What follows belongs to an exercise in optimizing a design on an open flow for small area and a short achievable clock period; a production flow would make more cautious choices.
The RTL was checked by simulation tests, not by an equivalence proof against the original design.
The flow treats the clock pin as an ideal source. Dropping or thinning the clock tree relies on that and would not hold on a real chip.
Power and IR drop assume default switching activity.

run A:
// rerok_rx
module rerok_rx (
    input  wire        clk,
    input  wire        rst,           
    input  wire        from_board,    
    input  wire        sym_valid,
    input  wire [9:0]  sym,
    output reg         word_valid,
    output wire [5:0]  word_index,
    output wire [31:0] word_data,
    output reg         frame_done,
    output reg  [2:0]  frame_reason,
    output wire [7:0]  frame_type,
    output wire [15:0] frame_seq,
    output wire [7:0]  frame_len
);
clock: 10.0 ns
lec_check: 0
cap_margin: 20
core_area: 2.3 2.72 113.62 111.52
die_area: 0 0 116.045 116.045
place_density: 0.8
slew_margin: 20
standard.sh (not shown) runs the stock make flow with config.mk's settings and CLKGATE_MAP_FILE= SYNTH_SCRIPT=/design/flow/synth_recipe.tcl, a recipe that flattens the netlist after the stock synthesis.
==> flow/flow/run.sh <==
#!/bin/bash
# Standard layout with these changes:
# - synthesis: the standard flow's synthesis script, with an area-oriented ABC mapping script
#   (flow/abc_area.script) in place of ORFS's abc_speed.script; everything else
#   (registers, -nofsm -noshare, flattening, renaming) is the standard flow's own;
# - plain buf_2 cells as the port buffers;
# - between placement and routing, flow/post_place.tcl (output isolation, a
#   shallow clock distribution) in place of TritonCTS.
set -euo pipefail
RES=$PWD/orfs/results/sky130hd/rerok_rx/base
# ORFS's scripts folder, with the ABC script replaced, for the synthesis step only
rm -rf scripts
cp -r "$FLOW_HOME/scripts" scripts
cp flow/abc_area.script scripts/abc_speed.script
bash standard.sh SCRIPTS_DIR=$PWD/scripts synth > synth.log 2>&1
export BUFFER_PORTS_ARGS="-buffer_cell sky130_fd_sc_hd__buf_2"
bash standard.sh place > place.log 2>&1
RES=$RES RT_MARGIN=7.5 ISO_MIN=2 NROOT=4 NLEAF=4 LEAF=inv_16 ROOT=inv_8 \
  openroad -no_init -exit flow/post_place.tcl > post_place.log 2>&1
SETUP_SLACK_MARGIN=7.35 bash standard.sh finish > finish.log 2>&1
==> flow/flow/post_place.tcl <==
# Runs between placement and routing, in place of TritonCTS.
#
# 1. Output isolation: where the register behind an output port's buffer also
#    drives ISO_MIN or more other pins, those pins get a buf_1 of their own, so
#    that the register drives little more than the port buffer.
# 3. Setup repair (resizing and buffering) aimed at a period of 10 ns less
#    RT_MARGIN, where RT_MARGIN is above 0.
set plat $::env(FLOW_HOME)/platforms/sky130hd
set res $::env(RES)
read_lef $plat/lef/sky130_fd_sc_hd.tlef
read_lef $plat/lef/sky130_fd_sc_hd_merged.lef
read_liberty $plat/lib/sky130_fd_sc_hd__tt_025C_1v80.lib
read_db $res/3_place.odb
read_sdc $res/3_place.sdc
source $plat/setRC.tcl

set block [ord::get_db_block]

# --- output isolation
set iso_min $::env(ISO_MIN)
set n 0
foreach bt [$block getBTerms] {
  if {[$bt getIoType] ne "OUTPUT"} { continue }
  set buf ""
  foreach it [[$bt getNet] getITerms] {
    if {[$it isOutputSignal]} { set buf [$it getInst] }
  }
  if {$buf eq ""} { continue }
  set inet [[$buf findITerm A] getNet]
  set others {}
  foreach it [$inet getITerms] {
    if {[$it isInputSignal] && [$it getInst] ne $buf} {
      lappend others [sta::find_pin "[[$it getInst] getName]/[[$it getMTerm] getName]"]
    }
  }
  if {[llength $others] >= $iso_min} {
    insert_buffer -buffer_cell sky130_fd_sc_hd__buf_1 -net [sta::find_net [$inet getName]] -load_pins $others
    incr n
  }
}
puts "output isolation buffers: $n"

# --- clock distribution
set clknet [$block findNet clk]
$clknet setSigType CLOCK
set nroot $::env(NROOT)
set nleaf $::env(NLEAF)
set leafm [[ord::get_db] findMaster sky130_fd_sc_hd__$::env(LEAF)]
set rootm [[ord::get_db] findMaster sky130_fd_sc_hd__$::env(ROOT)]

proc bisect {pts n axis} {
  if {$n <= 1} { return [list $pts] }
  set pts [lsort -integer -index $axis $pts]
  set h [expr {[llength $pts] / 2}]
  return [concat [bisect [lrange $pts 0 [expr {$h - 1}]] [expr {$n / 2}] [expr {1 - $axis}]] \
                 [bisect [lrange $pts $h end] [expr {$n / 2}] [expr {1 - $axis}]]]
}

proc outterm {inst} {
  set t [$inst findITerm X]
  if {$t eq "NULL"} { set t [$inst findITerm Y] }
  return $t
}

proc drive {name master grp innet} {
  set block [ord::get_db_block]
  set inst [odb::dbInst_create $block $master $name]
  set net [odb::dbNet_create $block ${name}_net]
  $net setSigType CLOCK
  set sx 0
  set sy 0
  foreach e $grp {
    lassign $e x y term
    $term disconnect
    $term connect $net
    incr sx $x
    incr sy $y
  }
  [$inst findITerm A] connect $innet
  [outterm $inst] connect $net
  set cx [expr {$sx / [llength $grp]}]
  set cy [expr {$sy / [llength $grp]}]
  $inst setLocation $cx $cy
  $inst setPlacementStatus PLACED
  return [list $cx $cy [$inst findITerm A]]
}

set pts {}
foreach it [$clknet getITerms] {
  set bb [[$it getInst] getBBox]
  lappend pts [list [expr {([$bb xMin] + [$bb xMax]) / 2}] [expr {([$bb yMin] + [$bb yMax]) / 2}] $it]
}
puts "clock sinks: [llength $pts]"
set leaves {}
set g 0
foreach grp [bisect $pts $nleaf 0] {
  lappend leaves [drive clkleaf_$g $leafm $grp $clknet]
  incr g
}
if {$nroot > 0} {
  set g 0
  foreach grp [bisect $leaves $nroot 0] {
    drive clkroot_$g $rootm $grp $clknet
    incr g
  }
}

detailed_placement
set_propagated_clock [all_clocks]
estimate_parasitics -placement

# 3. Setup repair aimed at a period of 10 ns less RT_MARGIN.
if {$::env(RT_MARGIN) > 0} {
  repair_timing -setup -setup_margin $::env(RT_MARGIN)
  detailed_placement
  estimate_parasitics -placement
}
check_placement -verbose
report_clock_latency
set w 0
foreach pin [all_registers -clock_pins] {
  foreach e {rise fall} { set w [expr {max($w, [get_property $pin slew_max_$e])}] }
}
puts "estimated worst clock pin slew: $w"
report_checks -path_delay max -format end -group_path_count 10
report_checks -path_delay max -fields {fanout cap slew}
write_db $res/4_1_cts.odb
write_sdc -no_timestamp $res/4_cts.sdc
Other scripts of this flow, unchanged in this note and not shown: flow/flow/abc_area.script
Run A went all the way through the flow, and no timing, DRC or antenna check failed.
### run A -> run B
- changing PLACE_DENSITY from 0.8 to 0.9
--- a/flow/flow/run.sh
+++ b/flow/flow/run.sh
@@ -7,3 +7,5 @@
 # - between placement and routing, flow/post_place.tcl (output isolation, a
-#   shallow clock distribution) in place of TritonCTS.
+#   shallow clock distribution and setup repair) in place of TritonCTS.
+# Each tool's output goes to a log of its own here (synth.log, place.log,
+# post_place.log, finish.log) besides ORFS's own logs under orfs/logs.
 set -euo pipefail
@@ -17,4 +19,4 @@
 bash standard.sh place > place.log 2>&1
-RES=$RES RT_MARGIN=7.5 ISO_MIN=2 NROOT=4 NLEAF=4 LEAF=inv_16 ROOT=inv_8 \
+RES=$RES RT_MARGIN=7.38 ISO_MIN=2 NROOT=4 NLEAF=4 LEAF=inv_16 ROOT=inv_8 \
   openroad -no_init -exit flow/post_place.tcl > post_place.log 2>&1
-SETUP_SLACK_MARGIN=7.35 bash standard.sh finish > finish.log 2>&1
+bash standard.sh finish > finish.log 2>&1
Findings:
Going from run A to run B, highest net fanout along the worst path shrinks by 6. Diff run A -> run B | final hold slack | increase of 0.0058 ns. The faster design of the two is run B; run A tops out lower. Share of the final layout cell area in sequential cells came out higher on run B than on run A. Relative to run A, the final cell area reported for run B is lower. Combinational share of power was higher in the run labelled run A. Looking only at global-route wire length before repair, and setting everything else aside, the higher value of run B and run A goes to run B. Worst vdd rail ir drop delta for run B relative to run A: 0.000027 V lower. The run showing the greater number of fillers in the final layout is run A.
[inputs] run C vs run B
- PLACE_DENSITY: 0.9 -> 0.8
--- a/flow/flow/run.sh
+++ b/flow/flow/run.sh
@@ -19,3 +19,3 @@
 bash standard.sh place > place.log 2>&1
-RES=$RES RT_MARGIN=7.38 ISO_MIN=2 NROOT=4 NLEAF=4 LEAF=inv_16 ROOT=inv_8 \
+RES=$RES RT_MARGIN=7.33 ISO_MIN=1 NROOT=4 NLEAF=4 LEAF=inv_16 ROOT=inv_8 \
   openroad -no_init -exit flow/post_place.tcl > post_place.log 2>&1
--- outcome ---
- Taking run B as the reference, in run C setup slack at placement shrank by 0.10 ns; switching part of the total held steady; fmax shrank by about 3%.
- Compared with run B, run C shows a first-pass GRT wire length that is 870 µm lower.
- Compared to run B, run C has utilization 0.22 points higher.
- Between run B and run C, area added between synthesis and finish is higher for run C, run B comes in under that.
- Routability congestion estimate from global placement was lower in the run labelled run B.
- Taking run B as the reference, in run C flip-flop and latch area held steady; summed area of non-filler cells in the final layout grew by 0.34%; worst setup slack shrank by 0.080 ns.
Input-level comparison between run D and run C:
--- a/flow/flow/run.sh
+++ b/flow/flow/run.sh
@@ -7,5 +7,3 @@
 # - between placement and routing, flow/post_place.tcl (output isolation, a
-#   shallow clock distribution and setup repair) in place of TritonCTS.
-# Each tool's output goes to a log of its own here (synth.log, place.log,
-# post_place.log, finish.log) besides ORFS's own logs under orfs/logs.
+#   shallow clock distribution) in place of TritonCTS.
 set -euo pipefail
@@ -19,4 +17,4 @@
 bash standard.sh place > place.log 2>&1
-RES=$RES RT_MARGIN=7.33 ISO_MIN=1 NROOT=4 NLEAF=4 LEAF=inv_16 ROOT=inv_8 \
+RES=$RES RT_MARGIN=7.4 ISO_MIN=2 NROOT=4 NLEAF=4 LEAF=inv_16 ROOT=inv_8 \
   openroad -no_init -exit flow/post_place.tcl > post_place.log 2>&1
-bash standard.sh finish > finish.log 2>&1
+SETUP_SLACK_MARGIN=7.3 bash standard.sh finish > finish.log 2>&1
[summary]
On combinational share of power, run D tracks run C almost exactly. Between run C and run D, the difference in global-route usage is negligible. The detailed-routed wire length on met3 of run D exceeds that of run C by about 18%. Multi-input logic cell count: run D vs run C identical. The setup slack of run D is larger than that of run C. Cell count: run D vs run C identical. When run D is measured against run C, its post-route fraction of the period consumed by the critical path turns out 0.86 points lower. In terms of combinational power, run C and run D differ only marginally. sky130_fd_sc_hd__nor4_1 as the cell with the largest stage delay on the worst path was reported by run C, and sky130_fd_sc_hd__edfxtp_1 by run D.
In every run of this note, the design's own scripts or RTL, not TritonCTS, make the clock network.

[static timing again, ports no longer ideal]
Ports are ideal in the flow. The routed layouts listed here were re-timed in OpenROAD. Step 1, drivers: a clkbuf_16 drives clk and a buf_2 each remaining input, both assumed. Step 2 adds t to the input delays and takes it off the output delays; t is the mean of the earliest and latest rising clock arrival at the registers after step 1. Input paths then give back, and output paths get back, about the clock's delay inside the block. Three values: no drivers, after step 1, after step 2; two values: the first two.
run	shift t [ns]	setup slack, ns	worst data-port slew with drivers (ns)
run A	0.251	7.196 / 7.115 / 7.196	0.03
run B	0.254	7.247 / 7.119 / 7.282	0.03
run C	0.254	7.167 / 7.122 / 7.167	0.03
run D	0.254	7.253 / 7.124 / 7.378	0.04
After both steps setup and hold are still met in every run listed.
